Context: an optimization exercise on an open-source flow, tuned for small area. The choices shown serve that exercise and are no tape-out recipe.
The RTL was checked by simulation tests, not by an equivalence proof against the original design.
Power and IR drop assume default switching activity.

==> flow/design.v, too long to show whole: its modules and the start of the top module <==
// module bq_term: 15 lines
// module bq_mul: 1545 lines
// module bq_fa: 4 lines
// module bq_ha: 4 lines
// module bq_add64: 254 lines
// module bq_add67: 262 lines
// module lf_biquad: 88 lines
module lf_biquad (
    input  wire        clk,
    input  wire        rst,
    input  wire        in_valid,
    output wire        in_ready,
    input  wire [31:0] in_x,
    input  wire        in_clear,
    input  wire        in_bypass,
    input  wire [31:0] b0_m,
    input  wire [5:0]  b0_e,
    input  wire [31:0] b1_m,
    input  wire [5:0]  b1_e,
    input  wire [31:0] b2_m,
    input  wire [5:0]  b2_e,
    input  wire [31:0] a1_m,
    input  wire [5:0]  a1_e,
    input  wire [31:0] a2_m,
    input  wire [5:0]  a2_e,
    output reg         out_valid,
    output wire [31:0] out_y,
    output reg         out_sat
);
  // ...
==> flow/flow/run.sh <==
#!/bin/bash
# Standard layout, with these changes to how it is made:
#  - synthesis runs Yosys's synth with -noabc as well (no early abc -fast before
#    full-adder extraction, so adders keep their polarity);
#  - the final ABC mapping uses flow/abc_area_map.script (amap area-oriented
#    mapping, then buffering and sizing) instead of ORFS's abc_area.script;
#    everything else in synth_recipe.tcl is unchanged, so the registers are the
#    standard ones;
#  - ports are buffered with sky130_fd_sc_hd__buf_1.
set -euo pipefail
W=$(pwd)
ABC="$W/flow/abc_area_map.script"
sed "s#log_cmd abc {\*}\$abc_args#log_cmd abc {*}[lreplace \$abc_args 1 1 $ABC]#" \
    "$FLOW_HOME/scripts/synth.tcl" > my_orfs_synth.tcl
grep -q "abc_area_map.script" my_orfs_synth.tcl
sed "s#synth -nofsm -noshare#synth -nofsm -noshare -noabc#; s#source \$::env(SCRIPTS_DIR)/synth.tcl#source $W/my_orfs_synth.tcl#" \
    synth_recipe.tcl > my_synth.tcl
grep -q "my_orfs_synth.tcl" my_synth.tcl
sed "s#synth_recipe.tcl#my_synth.tcl#g" standard.sh > my_standard.sh
grep -q my_synth.tcl my_standard.sh
export BUFFER_PORTS_ARGS="-buffer_cell sky130_fd_sc_hd__buf_1"
bash my_standard.sh finish > flow_make.log 2>&1
test -f out/final.def
==> flow/flow/abc_area_map.script <==
strash
dch -f
amap -F 40 -A 40
topo
stime -c
buffer -c
upsize -c
dnsize -c
==> flow/standard.sh <==
#!/bin/bash
# synth_recipe.tcl (not shown) runs the flow's synth.tcl, then flattens the netlist and writes it again
# the make line also repeats each setting of config.mk as NAME=value (left out here)
make -C /OpenROAD-flow-scripts/flow DESIGN_CONFIG=/design/flow/config.mk WORK_HOME=/design/flow/orfs CLKGATE_MAP_FILE= SYNTH_SCRIPT=/design/flow/synth_recipe.tcl "${@:-finish}"
==> flow/config.mk <==
export PLATFORM = sky130hd
export DESIGN_NAME = lf_biquad
export DESIGN_NICKNAME = lf_biquad
export VERILOG_FILES = /design/flow/design.v
export SDC_FILE = /design/flow/constraint.sdc
export NUM_CORES = 4
export LEC_CHECK = 0
export ABC_AREA = 1
export CAP_MARGIN = 20
export CORE_MARGIN = 2
export CORE_UTILIZATION = 40
export SLEW_MARGIN = 20
==> flow/constraint.sdc <==
create_clock -name core_clock -period 27.0 [get_ports {clk}]
set_input_delay 5.4000 -clock core_clock [delete_from_list [all_inputs] [get_ports {clk}]]
set_output_delay 5.4000 -clock core_clock [all_outputs]
set_load 0.01 [all_outputs]
==> run summary, run 1 <==
final hold slack - 478 ps
commonest non-fill, non-tap cell in the layout - o21ai_0
Period Utilization, post-route - 87.5%
Die W - 307 um
I/O pin count - 262
Post-Syn Nets - 5636
outcome - no timing/DRC/antenna violations
CTS Hold Bufs - 0
Core ar. - 91400 sq um
Worst Max-Slew Pin Slew - 1210 ps
total power - 4.47 mW
Row Count - 111
worst-skew pair later-pin latency - 540 ps
worst path bufs/invs - 10
CTS Buf Count - 20
die height - 307 um
Worst Path Required - 27410 ps
M1 WL - 60600 um
FF-to-FF Start - p3
sequential cell count - 204
Synth Flop Type - dfxtp_1
peak supply drop - 0.102 mV
Top Usage Layer GRT - met2
sequential area share after synthesis - 11.1%
worst-path cell with the longest stage delay - a31oi_4
Pleak - 15.7 nW
Non-CTS buffers - 402
Synth Area in Adders - 33.0%
Switch Pwr - 2.51 mW
min-delay src - y2[28]
Overall Global Routing Usage - 31.9%
Sink Count - 204
P_clk - 0.304 mW
Final min period - 23610 ps
GRT met3 Usage - 9.68%
uppermost routed layer - met4
first-pass GRT wire length - 229000 um
Hold Path End - y2[28]
Post-DP Area - 39000 sq um
Mapped Area - 36800 sq um
Layout non-clock buf frac - 5.21%
DP Wirelength - 113000 um
clock-cell share of area - 1.72%
H-tree depth - 1
combinational power - 3.77 mW
==> inputs of run 2 (changes only) <==
--- a/flow/flow/run.sh
+++ b/flow/flow/run.sh
@@ -4,5 +4,5 @@
 #    full-adder extraction, so adders keep their polarity);
 #  - the final ABC mapping uses flow/abc_area_map.script (amap area-oriented
-#    mapping, then buffering and sizing) instead of ORFS's abc_area.script;
+#    mapping only, no buffering or sizing) instead of ORFS's abc_area.script;
 #    everything else in synth_recipe.tcl is unchanged, so the registers are the
 #    standard ones;
==> flow/flow/abc_area_map.script (replaced) <==
strash
dch -f
amap -F 40 -A 40
topo
stime -c
--- a/flow/config.mk
+++ b/flow/config.mk
@@ -7,6 +7,7 @@
 export LEC_CHECK = 0
 export ABC_AREA = 1
-export CAP_MARGIN = 20
+export CAP_MARGIN = 0
 export CORE_MARGIN = 2
 export CORE_UTILIZATION = 40
-export SLEW_MARGIN = 20
+export CTS_BUF_LIST = sky130_fd_sc_hd__clkbuf_4 sky130_fd_sc_hd__clkbuf_8
+export SLEW_MARGIN = 0
==> run summary, run 2 <==
outcome - no timing/DRC/antenna violations
Reg power frac - 9.0%
first-pass GRT wire length - 225000 um (-1.7%)
Max Fclk - 41.4 MHz
cell taking the most area after synthesis - fa_1
Final Hold Fails - 0
total power - 4.39 mW (-1.9%)
H-tree depth - 1 (unchanged)
Setup crit start kind - input port
DP Wirelength - 103000 um (-9.1%)
CTS Buf Count - 31 (+55%)
vias - 37600
Internal Pwr Total - 1.95 mW
asr flop ratio synth - 0%
Placer Congestion - 0.982
maximum number of pins on one net before global-route repair - 84
post-DR vias/cell - 6.44
Multi-input gate area - 30100 sq um
Setup Total Neg Slack - 0 ps
number of synthesized flops with an enable pin - 1
root buffer cell - clkbuf_8
fill cell count - 8648
CP Data Arrival Time - 24650 ps
I/O pin count - 262 (unchanged)
Final min period - 24130 ps (+515 ps)
Die W - 299 um (-2.7%)
Routed WL - 149000 um
Reg with most FFs - acc
drc violations - 0
Critical Path Source - in_clear
GRT overflow - 0
Layout Nets - 5565
Worst Skew - 32.5 ps
Detail Route Antenna Nets - 0
Core ar. - 86500 sq um (-5.4%)
clock tree from TritonCTS - built
r2r worst-path depth - 94
die height - 299 um (-2.7%)
Max-Slew Margin vs Limit - 16.2%
Clk pwr share - 6.8%
1st-iter DRT viols - 4698
Row Count - 108 (-2.7%)
cells after synthesis - 4236
Tightest Hold Check Type - reg -> reg
Switching Share - 55.6%
sequential area share after synthesis - 11.8% (+0.64 points)
ranking of synthesized cells by area - fa_1, dfxtp_1, o22ai_1
pwr dens - 111 nW/um^2
Die Footprint - 89300 sq um
Worst Path Required - 27520 ps (+110 ps)
Max FO, Critical Path - 32
top cells by count, synth - o21ai_0, o22ai_1, nand2_1
diode count - 0
DR pass1 iterations - 7
layout cell share with drive strength beyond 1 - 5.36%
commonest non-fill, non-tap cell in the layout - o21ai_0
Slew Limit Fails - 0
register area - 4100 sq um
post-cts sizing count - 0
Post-CTS Setup Inserts - 0
Largest stage delay, worst path - 720 ps
FF-to-FF Start - p2
area growth from synthesis to layout - 13.6%
reg2reg setup slack - 4740 ps
number of buffers added on ports - 261
Period Utilization, post-route - 89.4% (+1.9 points)
Hold Path End - y2[1]
max FFs per register - 67
most numerous cell in the Yosys netlist - o21ai_0
Switch Pwr - 2.44 mW (-2.7%)
Hold Crit Depth - 2
Post-Syn Area per Cell - 8.20 sq um
Pleak - 15.0 nW (-4.4%)
Seq cells post-synth - 204
Synth Flop Type - dfxtp_1
combinational power share - 84.2%
Critical Path End Type - register
CTS Hold Bufs - 0 (unchanged)
Worst-path clk slew - 80 ps
Crit Path Category - in -> reg
Ys Warns - 1
min-delay src - y2[1]
final setup vio count - 0
Post-Syn Nets - 5139 (-8.8%)
maxcap violations - 0
initial antenna violation count - 1
worst-skew pair later-pin latency - 640 ps (+100 ps)
RSZ-0062 raised after global routing - no
Mapped Area - 34800 sq um (-5.5%)
Overall Global Routing Usage - 32.5% (+0.54 points)
Synth top area share - 28.1%
Yosys cell types - 41
peak supply drop - 0.117 mV (+15%)
RR Endpoint - acc[63]
Worst Max-Slew Pin Slew - 1240 ps (+32.4 ps)
vias in the first global route - 36400
Initial Utilization - 40.2%
commonest cells after routing, fill and taps aside - o21ai_0, o22ai_1, nand2_1, fa_1, clkinv_1
worst-path cell with the longest stage delay - nor3_2
Wirelength per Cell - 25.4 um
Clock Tree Buf Depth - 3
Sink Count - 204 (unchanged)
-- run 2: layout make-up --
cell class / count / share of cell area, %
tap: 1155 / 3.66
clock buffer: 35 / 1.19
timing repair buffer: 394 / 5.02
inverter: 306 / 2.91
clock inverter: 23 / 0.602
multi-input combinational: 3725 / 76.2
sequential: 204 / 10.4
-- run 2: critical path, delay by kind of cell --
kind	cells	cell delay, ps
buffers and inverters	11	2120
adders and majority gates	11	5030
AOI/OAI and AO/OA	32	7120
and+or+nand+nor	30	4910
-- run 2: power by group through the flow --
stage / clock network [mW] / registers [mW] / logic [mW]
after global placement: 0 / 0.400 / 3.56
after detailed placement: 0 / 0.400 / 3.56
after floorplan: 0 / 0.394 / 2.41
final: 0.299 / 0.394 / 3.69
after CTS: 0.306 / 0.395 / 3.58
after global routing: 0.318 / 0.401 / 3.97
-- run 2: stage by stage --
stage	utilization (%)	instances	area, sq um	setup WS (ps)	hold slack [ps]
3_3_place_gp	44.8	5784	38800	2840	453
2_1_floorplan	-	4236	34800	533	443
3_5_place_dp	44.8	5784	38800	2670	460
5_1_grt	45.6	5842	39500	1550	482
4_1_cts	45.6	5842	39500	3260	471
6_report	45.6	5842	39500	2870	467
-- run 2: cells by family after synthesis --
logic type      count (synthesis)  share of synthesized area, %
simple gates                  981                          11.5
buf+inv                       307                          3.32
flops                         204                          11.8
compound gates               2068                          38.5
fa+ha+maj                     676                          34.9
-- run 2: metal layers --
metal	track usage [%]	vias to the layer above	wire length (um)
met5	0	-	7
met4	14.0	2	6920
met3	6.67	376	15300
met2	50.7	2170	66100
met1	43.7	17800	60300
li1	-	17300	-
-- run 2: how the worst max path moves through the flow --
stage                     slack [ps]      end
after global placement          2840  acc[63]
after floorplan                  530  acc[63]
after CTS                       3260  acc[63]
after detailed placement        2670  acc[63]
after global routing            1550  acc[62]
final                           2870  acc[63]

## what the ideal ports hide
How much do the figures lean on ideal ports? The routed layouts below were timed once more, with nothing changed but the port constraints. Step 1, drivers: a clkbuf_16 drives clk and a buf_2 each remaining input, both assumed. Step 2 times the ports against the registers' clock, not the clock port: input delays grow and output delays shrink by t, the midpoint of the rising clock arrivals with the driver on. Three values: ideal ports, drivers, drivers and shift; two values: the first two.
| run | shift t [ns] | setup WS [ns] | worst hold slack (ns) | latest minus earliest clock arrival (ns) | slew at the worst register clock pin (ns) |
|---|---|---|---|---|---|
| run 1 | 0.585 | 3.386 / 3.416 / 2.830 | 0.478 / 0.478 / 0.478 | 0.022 / 0.023 | 0.08 / 0.08 |
| run 2 | 0.674 | 2.870 / 2.899 / 2.225 | 0.467 / 0.467 / 0.467 | 0.032 / 0.032 | 0.10 / 0.10 |
After both steps every run listed still meets setup and hold. The setup slack of run 2, which loses most, moves by +0.029 ns with the drivers and by -0.645 ns with both steps.
